Background: an optimization exercise with open tools, aiming at small area, a short achievable clock period and few clock cycles. Do not read the settings as production practice.
Only simulation tests tie the RTL to the original design; equivalence was not proved.

Design lve_modarith, start of the top module:
module lve_modarith (
    input  wire        clk,
    input  wire        rst,         
    input  wire        in_valid,
    output wire        in_ready,
    input  wire [3:0]  in_op,
    input  wire        in_qsel,     
    input  wire [3:0]  in_imm,
    input  wire [31:0] in_a,
    input  wire [31:0] in_b,
    input  wire [31:0] in_w,
    output wire        out_valid,
    output wire [31:0] out_r0,
    output wire [31:0] out_r1
);
==> flow/config.mk <==
export PLATFORM = sky130hd
export DESIGN_NAME = lve_modarith
export DESIGN_NICKNAME = lve_modarith
export VERILOG_FILES = /design/flow/design.v
export SDC_FILE = /design/flow/constraint.sdc
export NUM_CORES = 4
export LEC_CHECK = 0
export CAP_MARGIN = 20
export CORE_MARGIN = 2
export CORE_UTILIZATION = 55
export CTS_CLUSTER_DIAMETER = 100
export CTS_CLUSTER_SIZE = 24
export SLEW_MARGIN = 20
==> flow/constraint.sdc <==
create_clock -name core_clock -period 30.0 [get_ports {clk}]
set_input_delay 6.0000 -clock core_clock [delete_from_list [all_inputs] [get_ports {clk}]]
set_output_delay 6.0000 -clock core_clock [all_outputs]
set_load 0.01 [all_outputs]
standard.sh (not shown) runs the stock make flow with config.mk's settings and CLKGATE_MAP_FILE= SYNTH_SCRIPT=/design/flow/synth_recipe.tcl, a recipe that flattens the netlist after the stock synthesis.
==> flow/flow/run.sh <==
#!/bin/bash
set -euo pipefail
bash standard.sh \
  BUFFER_PORTS_ARGS="-buffer_cell sky130_fd_sc_hd__buf_2" \
  SETUP_SLACK_MARGIN=22.8 \
  finish > flow_layout.log 2>&1
Testbench counts at the start, summed over its fixed seeds: cycles 16,056.
Edit:
--- a/flow/design.v
+++ b/flow/design.v
@@ -235,53 +235,55 @@
                       {14'd0, d4[45:33]} - {4'd0, d4[45:23]} + d4[47:46] * 16'd49145 + 27'd16760834;
     wire [25:0] sg  = k4 * u4r[12:0] + {2'd0, d4[23:0]};
     wire [19:0] cx1r = d4[44:25];
     wire [13:0] cx2 = {2'd0, cx1r[19:8]} + 14'd3329 - {3'd0, cx1r[7:0], 3'd0} - {4'd0, cx1r[7:0], 2'd0} - {6'd0, cx1r[7:0]};
     wire [9:0]  p2h = ({1'b0, u4r[22:0]} + 24'd4095) >> 13;
     wire [23:0] dal = imm3[0] ? {d4[5:0], 9'd0} * 10'd1023 : {d4[5:0], 11'd0} * 7'd93;
     reg [38:0] e5;
     reg [24:0] u5r;
     reg [3:0]  op4;
-    reg        qs4, kf4, gs4, fd4;
+    reg        qs4, kf4, gs4, ks4;
     always @(posedge clk) begin
         e5 <= {14'd0, dm2};
         if (!qs3) e5 <= {26'd0, k4};
         case (op3)
             OP_MBAR:   e5 <= qs3 ? {12'd0, df2} : {13'd0, sg};
             OP_CMPR, OP_DCMPR: e5 <= {27'd0, d4[11:0]};
             OP_P2R:    e5 <= {3'd0, p2h, 3'd0, p2h, 13'd0};
             OP_DECOMP: e5 <= {7'd0, d4[5:0], 2'd0, dal};
             OP_BMUL:   e5 <= {cx2[12:0], sg};
             default:   ;
         endcase
         u5r <= u4r;
         op4 <= op3; qs4 <= qs3;
         kf4 <= (op3 == OP_BMUL) || (op3 == OP_MBAR && !qs3);   
-        fd4 <= (op3 == OP_MBAR) && qs3;                        
         gs4 <= (op3 == OP_GS);
+        ks4 <= (op3 == OP_CT) || (op3 == OP_GS) || (op3 == OP_P2R) || (op3 == OP_DECOMP);
     end
     wire [23:0] dm3 = {5'd0, e5[24:6]} + QD[23:0] - {1'b0, e5[5:0], 17'd0} + {11'd0, e5[5:0], 7'd0};
+    wire [23:0] dm3r;
+    lve_csub u_c3 (.x(dm3), .r(dm3r));
     wire [23:0] df3;
     lve_fold23 #(.W(27), .OW(24)) u_f3 (.x(e5[26:0]), .r(df3));
-    wire [23:0] d3r;
-    lve_csub u_c3 (.x(fd4 ? df3 : dm3), .r(d3r));
+    wire [23:0] df3r;
+    lve_csub u_c4 (.x(df3), .r(df3r));
     wire [12:0] mk3;
     lve_montk u_mk3 (.x({1'b0, e5[25:0]}), .r(mk3));
     wire [12:0] k5r, b5r;
     lve_csub #(.W(13), .Q(13'd3329)) u_c5 (.x(e5[12:0]), .r(k5r));
     lve_csub #(.W(13), .Q(13'd3329)) u_c6 (.x(e5[38:26]), .r(b5r));
-    wire [23:0] t5 = qs4 ? d3r : {11'd0, k5r};                 
+    wire [23:0] t5 = qs4 ? dm3r : {11'd0, k5r};                
     reg [23:0] t6, u6r, v6;
     reg        qs6, r0a6, r1s6, r1v6;
     always @(posedge clk) begin
         u6r <= kf4 ? 25'd0 : u5r;
         t6  <= gs4 ? 24'd0 : kf4 ? {11'd0, mk3} : (op4 == OP_P2R || op4 == OP_DECOMP) ? e5[23:0] : t5;
-        v6  <= t5;
+        v6  <= (op4 == OP_MBAR && qs4) ? df3r : t5;
         case (op4)
             OP_CMPR, OP_DCMPR: v6 <= {12'd0, e5[11:0]};
             OP_P2R, OP_DECOMP: v6 <= {14'd0, e5[35:26]};
             OP_BMUL:   v6 <= {11'd0, b5r};
             default:   ;
         endcase
         qs6  <= qs4;
         r0a6 <= kf4 || (op4 == OP_CT) || gs4;
         r1s6 <= (op4 == OP_CT) || (op4 == OP_P2R) || (op4 == OP_DECOMP);
Result: Hold slack improves by 0.0031 ns; wire length increases slightly; design area rises by a few percent; critical path depth does not change; worst setup slack degrades by 0.0079 ns; cell count went up by a few percent; core utilization went up by 1.2 points.
Testbench counts after the change, summed over its fixed seeds: cycles 16,056.

==> static timing again, ports no longer ideal <==
The flow's constraints put no driver on any port. The routed layouts listed below were extracted and timed again, unchanged, in two steps. Step 1 assumes that a clkbuf_16 drives the clock port and a buf_2 every other input. Step 2 adds t to the input delays and takes it off the output delays; t is the mean of the earliest and latest rising clock arrival at the registers after step 1. Input paths then give back, and output paths get back, about the clock's delay inside the block. a / b / c = no drivers / after step 1 / after step 2; a / b = the first two.
run	t, ns	setup slack, ns	worst data-port slew with drivers (ns)
the first run	0.787	22.782 / 22.698 / 22.964	0.06
the second run	0.796	22.775 / 22.691 / 22.876	0.08
After both steps every run listed still meets setup and hold.
